This design comes from an exercise in tuning for small area, a short achievable clock period and few clock cycles per item on the open sky130 flow, not from production work. For this run, only the layout was checked, not whether the RTL still works.

==> design.v <==
module lns8_prod (
    input  wire [3:0]  ka,
    input  wire [3:0]  kw,
    output reg  [22:1] p,
    output reg  [4:0]  len
);
    always @(*) begin
        case ({ka, kw})
            8'd0: begin p = 22'd0; len = 5'd1; end
            8'd1: begin p = 22'd1116; len = 5'd12; end
            8'd2: begin p = 22'd1217; len = 5'd12; end
            8'd3: begin p = 22'd41; len = 5'd7; end
            8'd4: begin p = 22'd90; len = 5'd8; end
            8'd5: begin p = 22'd789; len = 5'd11; end
            8'd6: begin p = 22'd430; len = 5'd10; end
            8'd7: begin p = 22'd469; len = 5'd10; end
            8'd9: begin p = 22'd0; len = 5'd1; end
            8'd10: begin p = 22'd0; len = 5'd1; end
            8'd11: begin p = 22'd1; len = 5'd2; end
            8'd12: begin p = 22'd0; len = 5'd1; end
            8'd13: begin p = 22'd2; len = 5'd3; end
            8'd14: begin p = 22'd1; len = 5'd2; end
            8'd15: begin p = 22'd3; len = 5'd3; end
            8'd16: begin p = 22'd1116; len = 5'd12; end
            8'd17: begin p = 22'd2493144; len = 5'd23; end
            8'd18: begin p = 22'd2718677; len = 5'd23; end
            8'd19: begin p = 22'd92669; len = 5'd18; end
            8'd20: begin p = 22'd202086; len = 5'd19; end
            8'd21: begin p = 22'd1762953; len = 5'd22; end
            8'd22: begin p = 22'd961306; len = 5'd21; end
            8'd23: begin p = 22'd1048393; len = 5'd21; end
            8'd25: begin p = 22'd1116; len = 5'd12; end
            8'd26: begin p = 22'd1116; len = 5'd12; end
            8'd27: begin p = 22'd3349; len = 5'd13; end
            8'd28: begin p = 22'd1116; len = 5'd12; end
            8'd29: begin p = 22'd5582; len = 5'd14; end
            8'd30: begin p = 22'd3349; len = 5'd13; end
            8'd31: begin p = 22'd7815; len = 5'd14; end
            8'd32: begin p = 22'd1217; len = 5'd12; end
            8'd33: begin p = 22'd2718677; len = 5'd23; end
            8'd34: begin p = 22'd2964612; len = 5'd23; end
            8'd35: begin p = 22'd101052; len = 5'd18; end
            8'd36: begin p = 22'd220367; len = 5'd19; end
            8'd37: begin p = 22'd1922432; len = 5'd22; end
            8'd38: begin p = 22'd1048267; len = 5'd21; end
            8'd39: begin p = 22'd1143232; len = 5'd22; end
            8'd41: begin p = 22'd1217; len = 5'd12; end
            8'd42: begin p = 22'd1217; len = 5'd12; end
            8'd43: begin p = 22'd3652; len = 5'd13; end
            8'd44: begin p = 22'd1217; len = 5'd12; end
            8'd45: begin p = 22'd6087; len = 5'd14; end
            8'd46: begin p = 22'd3652; len = 5'd13; end
            8'd47: begin p = 22'd8522; len = 5'd15; end
            8'd48: begin p = 22'd41; len = 5'd7; end
            8'd49: begin p = 22'd92669; len = 5'd18; end
            8'd50: begin p = 22'd101052; len = 5'd18; end
            8'd51: begin p = 22'd3444; len = 5'd13; end
            8'd52: begin p = 22'd7511; len = 5'd14; end
            8'd53: begin p = 22'd65528; len = 5'd17; end
            8'd54: begin p = 22'd35731; len = 5'd17; end
            8'd55: begin p = 22'd38968; len = 5'd17; end
            8'd57: begin p = 22'd41; len = 5'd7; end
            8'd58: begin p = 22'd41; len = 5'd7; end
            8'd59: begin p = 22'd124; len = 5'd8; end
            8'd60: begin p = 22'd41; len = 5'd7; end
            8'd61: begin p = 22'd207; len = 5'd9; end
            8'd62: begin p = 22'd124; len = 5'd8; end
            8'd63: begin p = 22'd290; len = 5'd10; end
            8'd64: begin p = 22'd90; len = 5'd8; end
            8'd65: begin p = 22'd202086; len = 5'd19; end
            8'd66: begin p = 22'd220367; len = 5'd19; end
            8'd67: begin p = 22'd7511; len = 5'd14; end
            8'd68: begin p = 22'd16380; len = 5'd15; end
            8'd69: begin p = 22'd142899; len = 5'd19; end
            8'd70: begin p = 22'd77920; len = 5'd18; end
            8'd71: begin p = 22'd84979; len = 5'd18; end
            8'd73: begin p = 22'd90; len = 5'd8; end
            8'd74: begin p = 22'd90; len = 5'd8; end
            8'd75: begin p = 22'd271; len = 5'd10; end
            8'd76: begin p = 22'd90; len = 5'd8; end
            8'd77: begin p = 22'd452; len = 5'd10; end
            8'd78: begin p = 22'd271; len = 5'd10; end
            8'd79: begin p = 22'd633; len = 5'd11; end
            8'd80: begin p = 22'd789; len = 5'd11; end
            8'd81: begin p = 22'd1762953; len = 5'd22; end
            8'd82: begin p = 22'd1922432; len = 5'd22; end
            8'd83: begin p = 22'd65528; len = 5'd17; end
            8'd84: begin p = 22'd142899; len = 5'd19; end
            8'd85: begin p = 22'd1246620; len = 5'd22; end
            8'd86: begin p = 22'd679759; len = 5'd21; end
            8'd87: begin p = 22'd741340; len = 5'd21; end
            8'd89: begin p = 22'd789; len = 5'd11; end
            8'd90: begin p = 22'd789; len = 5'd11; end
            8'd91: begin p = 22'd2368; len = 5'd13; end
            8'd92: begin p = 22'd789; len = 5'd11; end
            8'd93: begin p = 22'd3947; len = 5'd13; end
            8'd94: begin p = 22'd2368; len = 5'd13; end
            8'd95: begin p = 22'd5526; len = 5'd14; end
            8'd96: begin p = 22'd430; len = 5'd10; end
            8'd97: begin p = 22'd961306; len = 5'd21; end
            8'd98: begin p = 22'd1048267; len = 5'd21; end
            8'd99: begin p = 22'd35731; len = 5'd17; end
            8'd100: begin p = 22'd77920; len = 5'd18; end
            8'd101: begin p = 22'd679759; len = 5'd21; end
            8'd102: begin p = 22'd370660; len = 5'd20; end
            8'd103: begin p = 22'd404239; len = 5'd20; end
            8'd105: begin p = 22'd430; len = 5'd10; end
            8'd106: begin p = 22'd430; len = 5'd10; end
            8'd107: begin p = 22'd1291; len = 5'd12; end
            8'd108: begin p = 22'd430; len = 5'd10; end
            8'd109: begin p = 22'd2152; len = 5'd13; end
            8'd110: begin p = 22'd1291; len = 5'd12; end
            8'd111: begin p = 22'd3013; len = 5'd13; end
            8'd112: begin p = 22'd469; len = 5'd10; end
            8'd113: begin p = 22'd1048393; len = 5'd21; end
            8'd114: begin p = 22'd1143232; len = 5'd22; end
            8'd115: begin p = 22'd38968; len = 5'd17; end
            8'd116: begin p = 22'd84979; len = 5'd18; end
            8'd117: begin p = 22'd741340; len = 5'd21; end
            8'd118: begin p = 22'd404239; len = 5'd20; end
            8'd119: begin p = 22'd440860; len = 5'd20; end
            8'd121: begin p = 22'd469; len = 5'd10; end
            8'd122: begin p = 22'd469; len = 5'd10; end
            8'd123: begin p = 22'd1408; len = 5'd12; end
            8'd124: begin p = 22'd469; len = 5'd10; end
            8'd125: begin p = 22'd2347; len = 5'd13; end
            8'd126: begin p = 22'd1408; len = 5'd12; end
            8'd127: begin p = 22'd3286; len = 5'd13; end
            8'd144: begin p = 22'd0; len = 5'd1; end
            8'd145: begin p = 22'd1116; len = 5'd12; end
            8'd146: begin p = 22'd1217; len = 5'd12; end
            8'd147: begin p = 22'd41; len = 5'd7; end
            8'd148: begin p = 22'd90; len = 5'd8; end
            8'd149: begin p = 22'd789; len = 5'd11; end
            8'd150: begin p = 22'd430; len = 5'd10; end
            8'd151: begin p = 22'd469; len = 5'd10; end
            8'd153: begin p = 22'd0; len = 5'd1; end
            8'd154: begin p = 22'd0; len = 5'd1; end
            8'd155: begin p = 22'd1; len = 5'd2; end
            8'd156: begin p = 22'd0; len = 5'd1; end
            8'd157: begin p = 22'd2; len = 5'd3; end
            8'd158: begin p = 22'd1; len = 5'd2; end
            8'd159: begin p = 22'd3; len = 5'd3; end
            8'd160: begin p = 22'd0; len = 5'd1; end
            8'd161: begin p = 22'd1116; len = 5'd12; end
            8'd162: begin p = 22'd1217; len = 5'd12; end
            8'd163: begin p = 22'd41; len = 5'd7; end
            8'd164: begin p = 22'd90; len = 5'd8; end
            8'd165: begin p = 22'd789; len = 5'd11; end
            8'd166: begin p = 22'd430; len = 5'd10; end
            8'd167: begin p = 22'd469; len = 5'd10; end
            8'd169: begin p = 22'd0; len = 5'd1; end
            8'd170: begin p = 22'd0; len = 5'd1; end
            8'd171: begin p = 22'd1; len = 5'd2; end
            8'd172: begin p = 22'd0; len = 5'd1; end
            8'd173: begin p = 22'd2; len = 5'd3; end
            8'd174: begin p = 22'd1; len = 5'd2; end
            8'd175: begin p = 22'd3; len = 5'd3; end
            8'd176: begin p = 22'd1; len = 5'd2; end
            8'd177: begin p = 22'd3349; len = 5'd13; end
            8'd178: begin p = 22'd3652; len = 5'd13; end
            8'd179: begin p = 22'd124; len = 5'd8; end
            8'd180: begin p = 22'd271; len = 5'd10; end
            8'd181: begin p = 22'd2368; len = 5'd13; end
            8'd182: begin p = 22'd1291; len = 5'd12; end
            8'd183: begin p = 22'd1408; len = 5'd12; end
            8'd185: begin p = 22'd1; len = 5'd2; end
            8'd186: begin p = 22'd1; len = 5'd2; end
            8'd187: begin p = 22'd4; len = 5'd4; end
            8'd188: begin p = 22'd1; len = 5'd2; end
            8'd189: begin p = 22'd7; len = 5'd4; end
            8'd190: begin p = 22'd4; len = 5'd4; end
            8'd191: begin p = 22'd10; len = 5'd5; end
            8'd192: begin p = 22'd0; len = 5'd1; end
            8'd193: begin p = 22'd1116; len = 5'd12; end
            8'd194: begin p = 22'd1217; len = 5'd12; end
            8'd195: begin p = 22'd41; len = 5'd7; end
            8'd196: begin p = 22'd90; len = 5'd8; end
            8'd197: begin p = 22'd789; len = 5'd11; end
            8'd198: begin p = 22'd430; len = 5'd10; end
            8'd199: begin p = 22'd469; len = 5'd10; end
            8'd201: begin p = 22'd0; len = 5'd1; end
            8'd202: begin p = 22'd0; len = 5'd1; end
            8'd203: begin p = 22'd1; len = 5'd2; end
            8'd204: begin p = 22'd0; len = 5'd1; end
            8'd205: begin p = 22'd2; len = 5'd3; end
            8'd206: begin p = 22'd1; len = 5'd2; end
            8'd207: begin p = 22'd3; len = 5'd3; end
            8'd208: begin p = 22'd2; len = 5'd3; end
            8'd209: begin p = 22'd5582; len = 5'd14; end
            8'd210: begin p = 22'd6087; len = 5'd14; end
            8'd211: begin p = 22'd207; len = 5'd9; end
            8'd212: begin p = 22'd452; len = 5'd10; end
            8'd213: begin p = 22'd3947; len = 5'd13; end
            8'd214: begin p = 22'd2152; len = 5'd13; end
            8'd215: begin p = 22'd2347; len = 5'd13; end
            8'd217: begin p = 22'd2; len = 5'd3; end
            8'd218: begin p = 22'd2; len = 5'd3; end
            8'd219: begin p = 22'd7; len = 5'd4; end
            8'd220: begin p = 22'd2; len = 5'd3; end
            8'd221: begin p = 22'd12; len = 5'd5; end
            8'd222: begin p = 22'd7; len = 5'd4; end
            8'd223: begin p = 22'd17; len = 5'd6; end
            8'd224: begin p = 22'd1; len = 5'd2; end
            8'd225: begin p = 22'd3349; len = 5'd13; end
            8'd226: begin p = 22'd3652; len = 5'd13; end
            8'd227: begin p = 22'd124; len = 5'd8; end
            8'd228: begin p = 22'd271; len = 5'd10; end
            8'd229: begin p = 22'd2368; len = 5'd13; end
            8'd230: begin p = 22'd1291; len = 5'd12; end
            8'd231: begin p = 22'd1408; len = 5'd12; end
            8'd233: begin p = 22'd1; len = 5'd2; end
            8'd234: begin p = 22'd1; len = 5'd2; end
            8'd235: begin p = 22'd4; len = 5'd4; end
            8'd236: begin p = 22'd1; len = 5'd2; end
            8'd237: begin p = 22'd7; len = 5'd4; end
            8'd238: begin p = 22'd4; len = 5'd4; end
            8'd239: begin p = 22'd10; len = 5'd5; end
            8'd240: begin p = 22'd3; len = 5'd3; end
            8'd241: begin p = 22'd7815; len = 5'd14; end
            8'd242: begin p = 22'd8522; len = 5'd15; end
            8'd243: begin p = 22'd290; len = 5'd10; end
            8'd244: begin p = 22'd633; len = 5'd11; end
            8'd245: begin p = 22'd5526; len = 5'd14; end
            8'd246: begin p = 22'd3013; len = 5'd13; end
            8'd247: begin p = 22'd3286; len = 5'd13; end
            8'd249: begin p = 22'd3; len = 5'd3; end
            8'd250: begin p = 22'd3; len = 5'd3; end
            8'd251: begin p = 22'd10; len = 5'd5; end
            8'd252: begin p = 22'd3; len = 5'd3; end
            8'd253: begin p = 22'd17; len = 5'd6; end
            8'd254: begin p = 22'd10; len = 5'd5; end
            8'd255: begin p = 22'd24; len = 5'd6; end
            default: begin p = 22'bx; len = 5'bx; end
        endcase
    end
endmodule
module lns8_mac8 (
    input  wire         clk,
    input  wire         rst,         
    input  wire         in_valid,
    output wire         in_ready,
    input  wire         in_clear,    
    input  wire         in_last,     
    input  wire [15:0]  in_wb,       
    input  wire [7:0]   in_xs,       
    input  wire [63:0]  in_xr,       
    input  wire [63:0]  in_a,        
    input  wire [63:0]  in_w,        
    output reg          out_valid,
    output wire [63:0]  out_v,
    output wire [15:0]  out_w,
    output wire [1:0]   out_tag,     
    output wire         out_sat
);
    localparam N  = 8;
    localparam AW = 91;    
    localparam CW = 67;    
    assign in_ready = 1'b1;
    reg         v0, clr0, last0;
    reg         fresh;               
    reg  [63:0] a0, w0, xr0;
    reg  [7:0]  xs0;
    reg  [15:0] w_front;             
    always @(posedge clk) begin
        a0    <= in_a;
        w0    <= in_w;
        xr0   <= in_xr;
        xs0   <= in_xs;
        clr0  <= in_clear | fresh;
        last0 <= in_last;
        if (rst) begin
            v0      <= 1'b0;
            fresh   <= 1'b1;
            w_front <= 16'd0;
        end else begin
            v0 <= in_valid;
            if (in_valid) begin
                fresh <= 1'b0;
                if (in_clear)
                    w_front <= in_wb;
            end
        end
    end
    wire signed [17:0] d_full = $signed({{10{xs0[7]}}, xs0}) - $signed({{2{w_front[15]}}, w_front}) - 18'sd17;
    wire signed [8:0]  d_sat  = (d_full > 18'sd255)  ? 9'sd255 :
                                (d_full < -18'sd256) ? -9'sd256 : d_full[8:0];
    wire [63:0]   u   [0:N-1];
    wire [N-1:0]  cb;
    wire [N-1:0]  l_nan, l_pinf, l_ninf, l_clamp;
    genvar k;
    generate
        for (k = 0; k < N; k = k + 1) begin : lane
            wire [7:0] ca = a0[8*k +: 8];
            wire [7:0] cw = w0[8*k +: 8];
            wire [6:0] ma = ca[6:0];
            wire [6:0] mw = cw[6:0];
            wire a_zero = (ma == 7'd0);
            wire w_zero = (mw == 7'd0);
            wire a_inf  = (ma == 7'd127);
            wire w_inf  = (mw == 7'd127);
            wire a_tail = (ma[6:3] == 4'd0);
            wire w_tail = (mw[6:3] == 4'd0);
            wire neg_s  = ca[7] ^ cw[7];
            wire fin    = v0 & ~(a_zero | w_zero | a_inf | w_inf);
            wire any_inf = a_inf | w_inf;
            assign l_nan[k]  = v0 & ((a_zero & ca[7]) | (w_zero & cw[7]) |
                                     (any_inf & (a_zero | w_zero)));
            assign l_pinf[k] = v0 & any_inf & ~a_zero & ~w_zero & ~neg_s;
            assign l_ninf[k] = v0 & any_inf & ~a_zero & ~w_zero &  neg_s;
            reg [4:0] ga, gw;
            always @(*) begin
                case (ma[2:0])
                    3'd0: ga = a_tail ? 5'd9  : {1'b0, ma[6:3]} + 5'd11;
                    3'd1: ga = a_tail ? 5'd9  : {1'b0, ma[6:3]};
                    3'd2: ga = a_tail ? 5'd10 : {1'b0, ma[6:3]};
                    3'd3: ga = a_tail ? 5'd9  : {1'b0, ma[6:3]} + 5'd5;
                    3'd4: ga = a_tail ? 5'd11 : {1'b0, ma[6:3]} + 5'd4;
                    3'd5: ga = a_tail ? 5'd9  : {1'b0, ma[6:3]} + 5'd1;
                    3'd6: ga = a_tail ? 5'd10 : {1'b0, ma[6:3]} + 5'd2;
                    default: ga = a_tail ? 5'd9 : {1'b0, ma[6:3]} + 5'd2;
                endcase
                case (mw[2:0])
                    3'd0: gw = w_tail ? 5'd9  : {1'b0, mw[6:3]} + 5'd11;
                    3'd1: gw = w_tail ? 5'd9  : {1'b0, mw[6:3]};
                    3'd2: gw = w_tail ? 5'd10 : {1'b0, mw[6:3]};
                    3'd3: gw = w_tail ? 5'd9  : {1'b0, mw[6:3]} + 5'd5;
                    3'd4: gw = w_tail ? 5'd11 : {1'b0, mw[6:3]} + 5'd4;
                    3'd5: gw = w_tail ? 5'd9  : {1'b0, mw[6:3]} + 5'd1;
                    3'd6: gw = w_tail ? 5'd10 : {1'b0, mw[6:3]} + 5'd2;
                    default: gw = w_tail ? 5'd9 : {1'b0, mw[6:3]} + 5'd2;
                endcase
            end
            wire [22:1] p_hi;
            wire [4:0]  plen;
            lns8_prod u_prod (
                .ka ({a_tail, ma[2:0]}),
                .kw ({w_tail, mw[2:0]}),
                .p  (p_hi),
                .len(plen)
            );
            wire [22:0] p = {p_hi, 1'b1};
            wire signed [9:0]  t   = $signed({5'd0, ga}) + $signed({5'd0, gw}) +
                                     $signed({{2{xr0[8*k+7]}}, xr0[8*k +: 8]}) +
                                     $signed({d_sat[8], d_sat});
            wire signed [10:0] tl  = $signed({t[9], t}) + $signed({6'd0, plen}) - 11'sd87;
            wire under = t[9];                   
            wire clamp = fin & ~tl[10];          
            wire en    = fin & ~under & tl[10];
            wire [85:0] x = {63'd0, p} << t[6:0];
            wire [62:0] mag = ({63{en}} & x[85:23]) | {63{clamp}};
            wire        rb  = en & x[22] & ((t[6:0] < 7'd22) | x[23]);
            wire        neg = fin & neg_s;
            assign l_clamp[k] = clamp;
            assign u[k]  = {~neg, mag ^ {63{neg}}};
            assign cb[k] = neg ^ rb;
        end
    endgenerate
    function [CW-1:0] fa_s;
        input [CW-1:0] x, y, z;
        fa_s = x ^ y ^ z;
    endfunction
    function [CW-1:0] fa_c;
        input [CW-1:0] x, y, z;
        input          cin;
        fa_c = {((x & y) | (x & z) | (y & z)), cin};
    endfunction
    wire [CW-1:0] e0 = u[0], e1 = u[1], e2 = u[2], e3 = u[3];
    wire [CW-1:0] e4 = u[4], e5 = u[5], e6 = u[6], e7 = u[7];
    wire [CW-1:0] sa_ = fa_s(e0, e1, e2),    ca_ = fa_c(e0, e1, e2, cb[0]);
    wire [CW-1:0] sb_ = fa_s(e3, e4, e5),    cb_ = fa_c(e3, e4, e5, cb[1]);
    wire [CW-1:0] sc_ = fa_s(sa_, ca_, sb_), cc_ = fa_c(sa_, ca_, sb_, cb[2]);
    wire [CW-1:0] sd_ = fa_s(cb_, e6, e7),   cd_ = fa_c(cb_, e6, e7, cb[3]);
    wire [CW-1:0] se_ = fa_s(sc_, cc_, sd_), ce_ = fa_c(sc_, cc_, sd_, cb[4]);
    wire [CW-1:0] sf_ = fa_s(se_, ce_, cd_), cf_ = fa_c(se_, ce_, cd_, cb[5]);
    reg          v1, clr1, last1;
    reg [CW-1:0] s1, c1;
    reg [1:0]    cb1;
    reg [15:0]   w1;
    reg          nan1, pinf1, ninf1, clamp1;
    always @(posedge clk) begin
        s1     <= sf_;
        c1     <= cf_;
        cb1    <= cb[7:6];
        w1     <= w_front;
        clr1   <= v0 & clr0;
        last1  <= last0;
        nan1   <= |l_nan;
        pinf1  <= |l_pinf;
        ninf1  <= |l_ninf;
        clamp1 <= |l_clamp;
        v1     <= v0 & ~rst;
    end
    reg signed [AW-1:0] acc;
    reg [15:0]          w2;
    reg                 sat2, nan2, pinf2, ninf2;
    wire [AW-1:0] acc_in   = clr1 ? {AW{1'b0}} : acc;
    wire [AW-1:0] acc_next = acc_in + {{(AW-CW){1'b0}}, s1} + {{(AW-CW){1'b0}}, c1}
                           + {{(AW-1){1'b0}}, cb1[0]} + {{(AW-1){1'b0}}, cb1[1]}
                           - {{(AW-67){1'b0}}, 1'b1, 66'd0};
    always @(posedge clk) begin
        acc   <= acc_next;
        w2    <= w1;
        sat2  <= (clr1 ? 1'b0 : sat2)  | clamp1;
        nan2  <= (clr1 ? 1'b0 : nan2)  | nan1;
        pinf2 <= (clr1 ? 1'b0 : pinf2) | pinf1;
        ninf2 <= (clr1 ? 1'b0 : ninf2) | ninf1;
        out_valid <= v1 & last1 & ~rst;
    end
    wire in_range = (acc[AW-1:63] == {(AW-63){1'b0}}) || (acc[AW-1:63] == {(AW-63){1'b1}});
    wire special  = nan2 | pinf2 | ninf2;
    assign out_tag = (nan2 || (pinf2 && ninf2)) ? 2'b11 :
                     pinf2 ? 2'b01 :
                     ninf2 ? 2'b10 : 2'b00;
    assign out_v   = special   ? 64'd0 :
                     in_range  ? acc[63:0] :
                     acc[AW-1] ? 64'h8000_0000_0000_0000 : 64'h7FFF_FFFF_FFFF_FFFF;
    assign out_w   = special ? 16'd0 : w2;
    assign out_sat = sat2 | ~in_range;
endmodule
==> constraint.sdc <==
create_clock -name core_clock -period 28.0 [get_ports {clk}]
set_input_delay 5.6000 -clock core_clock [delete_from_list [all_inputs] [get_ports {clk}]]
set_output_delay 5.6000 -clock core_clock [all_outputs]
set_load 0.01 [all_outputs]
==> config.mk <==
export PLATFORM = sky130hd
export DESIGN_NAME = lns8_mac8
export DESIGN_NICKNAME = lns8_mac8
export VERILOG_FILES = /design/flow/design.v
export SDC_FILE = /design/flow/constraint.sdc
export NUM_CORES = 4
export LEC_CHECK = 0
export CAP_MARGIN = 20
export CELL_PAD_IN_SITES_DETAIL_PLACEMENT = 1
export CELL_PAD_IN_SITES_GLOBAL_PLACEMENT = 1
export CORE_MARGIN = 2
export CORE_UTILIZATION = 25
export GPL_ROUTABILITY_DRIVEN = 1
export PLACE_DENSITY = 0.35
export SLEW_MARGIN = 20
==> run.sh <==
#!/bin/bash
# synth_recipe.tcl (not shown) runs the flow's synth.tcl, then flattens the netlist and writes it again
# the make line also repeats each setting of config.mk as NAME=value (left out here)
make -C /OpenROAD-flow-scripts/flow DESIGN_CONFIG=/design/flow/config.mk WORK_HOME=/design/flow/orfs CLKGATE_MAP_FILE= SYNTH_SCRIPT=/design/flow/synth_recipe.tcl finish
==> run notes <==
==> summary.md <==
| Metric | Value |
|---|---|
| Status | `stopped before the end` |
| Exit stage | `synthesis` |
| Error | `ERROR: TCL interpreter returned an error: Source files actually used in the design:` |
| Ys Warns | `2` |
